From an optimization exercise on the open Yosys and OpenROAD flow, aimed at small area, a short achievable clock period and few clock cycles; shortcuts taken in it are not production practice. Function was checked by simulation only, so behaviour that the tests miss may differ from the original. No activity file was given, so power comes from the tool's default toggle rates.

Design lay_dpu, start of the top module:
module lay_dpu (
    input  wire        clk,
    input  wire        rst,           
    input  wire        cmd_valid,
    output wire        cmd_ready,
    input  wire [5:0]  cmd_op,
    input  wire [1:0]  cmd_acc,       
    input  wire [1:0]  cmd_lanes,     
    input  wire [1:0]  cmd_part,      
    input  wire [2:0]  cmd_t,         
    input  wire        cmd_sat,
    input  wire        cmd_rnd,       
    input  wire        cmd_int,       
    input  wire        cmd_trk,       
    input  wire [23:0] cmd_a,
    input  wire [23:0] cmd_b,
    input  wire [23:0] cmd_c,
    input  wire [23:0] cmd_d,
    input  wire [23:0] cmd_e,
    output reg         rsp_valid,
    output reg  [23:0] rsp_data,
    output reg         rsp_annul,
    output reg  [5:0]  rsp_flags,
    output reg  [4:0]  rsp_bx
);
clock: 20.0 ns
lec_check: 0
abc_area: 1
cap_margin: 20
core_margin: 2
core_utilization: 30
cts_cluster_diameter: 100
cts_cluster_size: 20
place_density: 0.5
slew_margin: 20
standard.sh (not shown) runs the stock make flow with config.mk's settings and CLKGATE_MAP_FILE= SYNTH_SCRIPT=/design/flow/synth_recipe.tcl, a recipe that flattens the netlist after the stock synthesis.
==> flow/flow/run.sh <==
#!/bin/bash
# Layout flow: the standard flow (standard.sh), with ORFS's timing
# repair asked to leave a setup margin (so that it sizes and buffers the
# paths that set the achieved period) and the ports buffered with buf_4.
export SETUP_SLACK_MARGIN=14.95
export BUFFER_PORTS_ARGS="-buffer_cell sky130_fd_sc_hd__buf_4"
bash standard.sh > standard.log 2>&1
Testbench counts at the start, summed over its fixed seeds: cycles 11,472.
Edit:
--- a/flow/flow/run.sh
+++ b/flow/flow/run.sh
@@ -5 +5 @@
-export SETUP_SLACK_MARGIN=14.95
+export SETUP_SLACK_MARGIN=14.8
CTS_CLUSTER_DIAMETER = 110   (was 100)
CTS_CLUSTER_SIZE = 24   (was 20)
- The changed run finished with timing, DRC and antenna clean
- sequential share of layout area stays flat
- core utilization went down by 0.27 points
- non-clock buffer count fell by 27
- clock skew came out higher by 4.3 ps
- clock power came out lower by roughly a tenth
- die area does not change
- final cell count hardly moves
- power goes down slightly
- via count hardly moves
- count of clock-buffer cells in the layout falls by 8
- sequential power hardly moves
Edit:
CTS_CLUSTER_DIAMETER = 120   (was 110)
CTS_CLUSTER_SIZE = 22   (was 24)
- final area stays flat
- worst hold slack gets worse by 4.9 ps
- power is about the same
- area after synthesis does not change
- via count hardly moves
- final cell count barely changes
Edit:
--- a/flow/flow/run.sh
+++ b/flow/flow/run.sh
@@ -5 +5 @@
-export SETUP_SLACK_MARGIN=14.8
+export SETUP_SLACK_MARGIN=14.9
CAP_MARGIN = 10   (was 20)
CORE_UTILIZATION = 35   (was 30)
PLACE_DENSITY = 0.55   (was 0.5)
SLEW_MARGIN = 10   (was 20)
Result:
- The changed run finished with timing, DRC and antenna clean
- synthesized cell count does not change
- hold slack gains 5.1 ps
- total power went up by 0.56%
- non-clock buffer count went up by 44
- first-iteration DRC count went up by 7.1%
- cell count went down by 3.5%
- sequential power barely changes
- global-route usage went up by 4.4 points
- sequential share of layout area is about the same

========
job 101:
lay_dpu again, from the RTL that the note above started with.
## lay_dpu
module lay_dpu (
    input  wire        clk,
    input  wire        rst,           
    input  wire        cmd_valid,
    output wire        cmd_ready,
    input  wire [5:0]  cmd_op,
    input  wire [1:0]  cmd_acc,       
    input  wire [1:0]  cmd_lanes,     
    input  wire [1:0]  cmd_part,      
    input  wire [2:0]  cmd_t,         
    input  wire        cmd_sat,
    input  wire        cmd_rnd,       
    input  wire        cmd_int,       
    input  wire        cmd_trk,       
    input  wire [23:0] cmd_a,
    input  wire [23:0] cmd_b,
    input  wire [23:0] cmd_c,
    input  wire [23:0] cmd_d,
    input  wire [23:0] cmd_e,
    output reg         rsp_valid,
    output reg  [23:0] rsp_data,
    output reg         rsp_annul,
    output reg  [5:0]  rsp_flags,
    output reg  [4:0]  rsp_bx
);
export LEC_CHECK = 0
export ABC_AREA = 1
export CAP_MARGIN = 20
export CORE_MARGIN = 2
export CORE_UTILIZATION = 30
export CTS_CLUSTER_DIAMETER = 120
export CTS_CLUSTER_SIZE = 22
export PLACE_DENSITY = 0.45
export SLEW_MARGIN = 20
create_clock -name core_clock -period 20.0 [get_ports {clk}]
==> flow/flow/run.sh <==
#!/bin/bash
# Layout flow: the standard flow (standard.sh), with ORFS's timing
# repair asked to leave a setup margin (so that it sizes and buffers the
# paths that set the achieved period) and the ports buffered with buf_4.
export SETUP_SLACK_MARGIN=14.95
export BUFFER_PORTS_ARGS="-buffer_cell sky130_fd_sc_hd__buf_4"
bash standard.sh > standard.log 2>&1
Testbench counts of job 101, summed over its fixed seeds: cycles 11,472.
Edits applied to the flow inputs when going from job 101 to job 102:
# job 101
export LEC_CHECK = 0
export ABC_AREA = 1
export CAP_MARGIN = 20
export CORE_MARGIN = 2
export CORE_UTILIZATION = 30
export CTS_CLUSTER_DIAMETER = 120
export CTS_CLUSTER_SIZE = 22
export PLACE_DENSITY = 0.45
export SLEW_MARGIN = 20
create_clock -name core_clock -period 20.0 [get_ports {clk}]
# job 102
export LEC_CHECK = 0
export ABC_AREA = 1
export CAP_MARGIN = 20
export CORE_MARGIN = 2
export CORE_UTILIZATION = 30
export CTS_CLUSTER_DIAMETER = 120
export CTS_CLUSTER_SIZE = 22
export PLACE_DENSITY = 0.5
export SLEW_MARGIN = 20
export TNS_END_PERCENT = 5
create_clock -name core_clock -period 20.0 [get_ports {clk}]
-- flow/flow/run.sh --
<<< job 101, line 5
export SETUP_SLACK_MARGIN=14.95
>>> job 102, line 5
export SETUP_SLACK_MARGIN=14.9
## What came out
Relative to job 101, count of buffers not belonging to the clock network in the layout has decreased by 74 in job 102.
On job 102: design area is 2.6% lower than what job 101 gave.
The total number of cells along the worst setup path of job 102 exceeds that of job 101 by 16.
Per the comparison of job 102 with job 101, final hold slack now sits higher; clock network power fell by about 5%.
Area occupied by registers of job 102 is on par with job 101.
Job 102 vs job 101 — final critical-path setup slack rose 0.0079 ns.
Reported for job 101 and job 102, max-cap violation count turned out identical to the last digit.
Relative to job 102, the following input files were edited for job 103:
# job 102
export LEC_CHECK = 0
export ABC_AREA = 1
export CAP_MARGIN = 20
export CORE_MARGIN = 2
export CORE_UTILIZATION = 30
export CTS_CLUSTER_DIAMETER = 120
export CTS_CLUSTER_SIZE = 22
export PLACE_DENSITY = 0.5
export SLEW_MARGIN = 20
export TNS_END_PERCENT = 5
create_clock -name core_clock -period 20.0 [get_ports {clk}]
# job 103
export LEC_CHECK = 0
export ABC_AREA = 1
export CAP_MARGIN = 20
export CORE_MARGIN = 2
export CORE_UTILIZATION = 30
export CTS_CLUSTER_DIAMETER = 120
export CTS_CLUSTER_SIZE = 22
export PLACE_DENSITY = 0.6
export SLEW_MARGIN = 20
create_clock -name core_clock -period 20.0 [get_ports {clk}]
Results
Total power after layout went up slightly going from job 102 to job 103. Clock-buffer cell count came out higher on job 103 than on job 102. Design area ends up lower on job 102.
What job 104 does differently from job 103 at the input level:
# job 103
export LEC_CHECK = 0
export ABC_AREA = 1
export CAP_MARGIN = 20
export CORE_MARGIN = 2
export CORE_UTILIZATION = 30
export CTS_CLUSTER_DIAMETER = 120
export CTS_CLUSTER_SIZE = 22
export PLACE_DENSITY = 0.6
export SLEW_MARGIN = 20
create_clock -name core_clock -period 20.0 [get_ports {clk}]
# job 104
export LEC_CHECK = 0
export ABC_AREA = 1
export CAP_MARGIN = 20
export CORE_MARGIN = 2
export CORE_UTILIZATION = 35
export CTS_CLUSTER_DIAMETER = 120
export CTS_CLUSTER_SIZE = 22
export PLACE_DENSITY = 0.55
export SLEW_MARGIN = 20
create_clock -name core_clock -period 20.0 [get_ports {clk}]
Notes after the runs:
Across job 104 and job 103, none had a timing, DRC or antenna violation.
Per the comparison of job 104 with job 103, post-route minimum period went down 0.0039 ns; design area went down about 1.5%; combinational group power went up about 2%; number of non-clock buffers went down 32.
Share of cells above drive strength 1 | job 104 below job 103
Looking at job 104 and job 103, the fraction of met3 tracks used by global routing is a wash.
When the final numbers for job 104 and job 103 were put side by side, the layout clock buffer count turned out to be smaller in job 104.
Job 104 vs job 103 — post-detailed-placement half-perimeter wirelength dropped slightly
Against job 103, job 104 comes in 0.6 points lower on part of the total power dissipated in the clock network.
The run with more setup slack is job 104; job 103 has less.

========
Starting RTL as in the previous note.
clock: 20.0 ns
lec_check: 0
abc_area: 1
cap_margin: 10
core_margin: 2
core_utilization: 30
cts_cluster_diameter: 120
cts_cluster_size: 22
place_density: 0.5
slew_margin: 10
==> flow/flow/run.sh <==
#!/bin/bash
# Layout flow: the standard flow (standard.sh), with ORFS's timing
# repair asked to leave a setup margin (so that it sizes and buffers the
# paths that set the achieved period) and the ports buffered with buf_4.
export SETUP_SLACK_MARGIN=14.9
export BUFFER_PORTS_ARGS="-buffer_cell sky130_fd_sc_hd__buf_4"
bash standard.sh > standard.log 2>&1
Testbench counts at the start, summed over its fixed seeds: cycles 11,472.
==> next run, changes <==
Settings changed: CAP_MARGIN 10 to 20, SLEW_MARGIN 10 to 20.
What happened: Power barely changes; global-route usage barely changes; final cell count hardly moves; critical path depth stays the same; worst setup slack gets better by 19 ps.
==> next run, changes <==
--- a/flow/flow/run.sh
+++ b/flow/flow/run.sh
@@ -4,3 +4,3 @@
 # paths that set the achieved period) and the ports buffered with buf_4.
-export SETUP_SLACK_MARGIN=14.9
+export SETUP_SLACK_MARGIN=14.7
 export BUFFER_PORTS_ARGS="-buffer_cell sky130_fd_sc_hd__buf_4"
Effect:
- routed wire length went down by 3.9%
- final cell count drops by 0.54%
- power came out higher by 0.35%
- area after synthesis is unchanged
==> next run, changes <==
--- a/flow/flow/run.sh
+++ b/flow/flow/run.sh
@@ -4,3 +4,3 @@
 # paths that set the achieved period) and the ports buffered with buf_4.
-export SETUP_SLACK_MARGIN=14.7
+export SETUP_SLACK_MARGIN=14.9
 export BUFFER_PORTS_ARGS="-buffer_cell sky130_fd_sc_hd__buf_4"
Settings changed: CTS_CLUSTER_DIAMETER 120 to 100, CTS_CLUSTER_SIZE 22 to 20.
Result: The changed run finished with timing, DRC and antenna clean. Count of clock-buffer cells in the layout came out higher by 5. Cell count increases slightly. Global-route usage rose by 1.0 points. Setup slack improved by 70 ps. Sequential power is about the same. Design area is higher slightly. Die area stays the same. Non-clock buffer count grows by 74. Utilization is higher by 0.63 points. Worst hold slack got worse by 7.3 ps. Area after synthesis is unchanged.
==> next run, changes <==
--- a/flow/flow/run.sh
+++ b/flow/flow/run.sh
@@ -4,3 +4,3 @@
 # paths that set the achieved period) and the ports buffered with buf_4.
-export SETUP_SLACK_MARGIN=14.9
+export SETUP_SLACK_MARGIN=14.85
 export BUFFER_PORTS_ARGS="-buffer_cell sky130_fd_sc_hd__buf_4"
Settings changed: CTS_CLUSTER_DIAMETER 100 to 120, CTS_CLUSTER_SIZE 20 to 22.
Routed wire length decreases by 3.7%.
Cell area came out lower by 0.56%.
First-iteration DRC count came out higher by 0.69%.
Combinational power increases by about 1%.
Total power barely changes.
Non-clock buffer count is lower by 14.
Clock power shrinks by 5.6%.
Critical path depth is unchanged.
Clock skew decreases by 31 ps.
Core utilization shrinks by 0.20 points.

==> afterwards: timing with drivers on the ports <==
In the flow no input, the clock included, has a driving cell. The finished layouts below were timed again as built, in two steps. Step 1 assumes that a clkbuf_16 drives the clock port and a buf_2 every other input. Step 2, shift: input delay + t, output delay - t, t = (earliest + latest rising clock arrival at the registers) / 2. This alone moves slack from input paths to output paths. Slacks: ideal ports / drivers / drivers and shift; pairs: ideal ports / drivers.
run | t (ns) | setup WS [ns] | hold WS [ns] | clock arrival spread, ns
the first run of note 1 | 0.778 | 14.738 / 14.653 / 14.633 | 0.333 / 0.333 / 0.333 | 0.059 / 0.059
the second run of note 1 | 0.744 | 14.756 / 14.683 / 14.427 | 0.334 / 0.334 / 0.334 | 0.063 / 0.063
the third run of note 1 | 0.736 | 14.725 / 14.715 / 14.406 | 0.329 / 0.329 / 0.329 | 0.026 / 0.027
the fourth run of note 1 | 0.756 | 14.760 / 14.670 / 14.540 | 0.335 / 0.335 / 0.335 | 0.085 / 0.085
job 101 | 0.756 | 14.736 / 14.645 / 14.628 | 0.331 / 0.331 / 0.331 | 0.089 / 0.089
job 102 | 0.752 | 14.744 / 14.690 / 14.545 | 0.336 / 0.336 / 0.336 | 0.073 / 0.073
job 103 | 0.754 | 14.757 / 14.672 / 14.524 | 0.333 / 0.333 / 0.333 | 0.065 / 0.065
job 104 | 0.754 | 14.761 / 14.671 / 14.550 | 0.335 / 0.335 / 0.335 | 0.084 / 0.083
the first run of note 3 | 0.756 | 14.754 / 14.678 / 14.570 | 0.331 / 0.331 / 0.331 | 0.068 / 0.068
the second run of note 3 | 0.750 | 14.773 / 14.691 / 14.545 | 0.332 / 0.332 / 0.332 | 0.071 / 0.071
the third run of note 3 | 0.742 | 14.694 / 14.694 / 14.427 | 0.330 / 0.330 / 0.330 | 0.031 / 0.031
the fourth run of note 3 | 0.752 | 14.764 / 14.684 / 14.526 | 0.323 / 0.323 / 0.323 | 0.061 / 0.061
the fifth run of note 3 | 0.739 | 14.790 / 14.708 / 14.432 | 0.332 / 0.332 / 0.332 | 0.033 / 0.032
After both steps setup and hold are still met in every run listed. The setup slack of the fifth run of note 3, which loses most, moves by -0.082 ns with the drivers and by -0.358 ns with both steps.
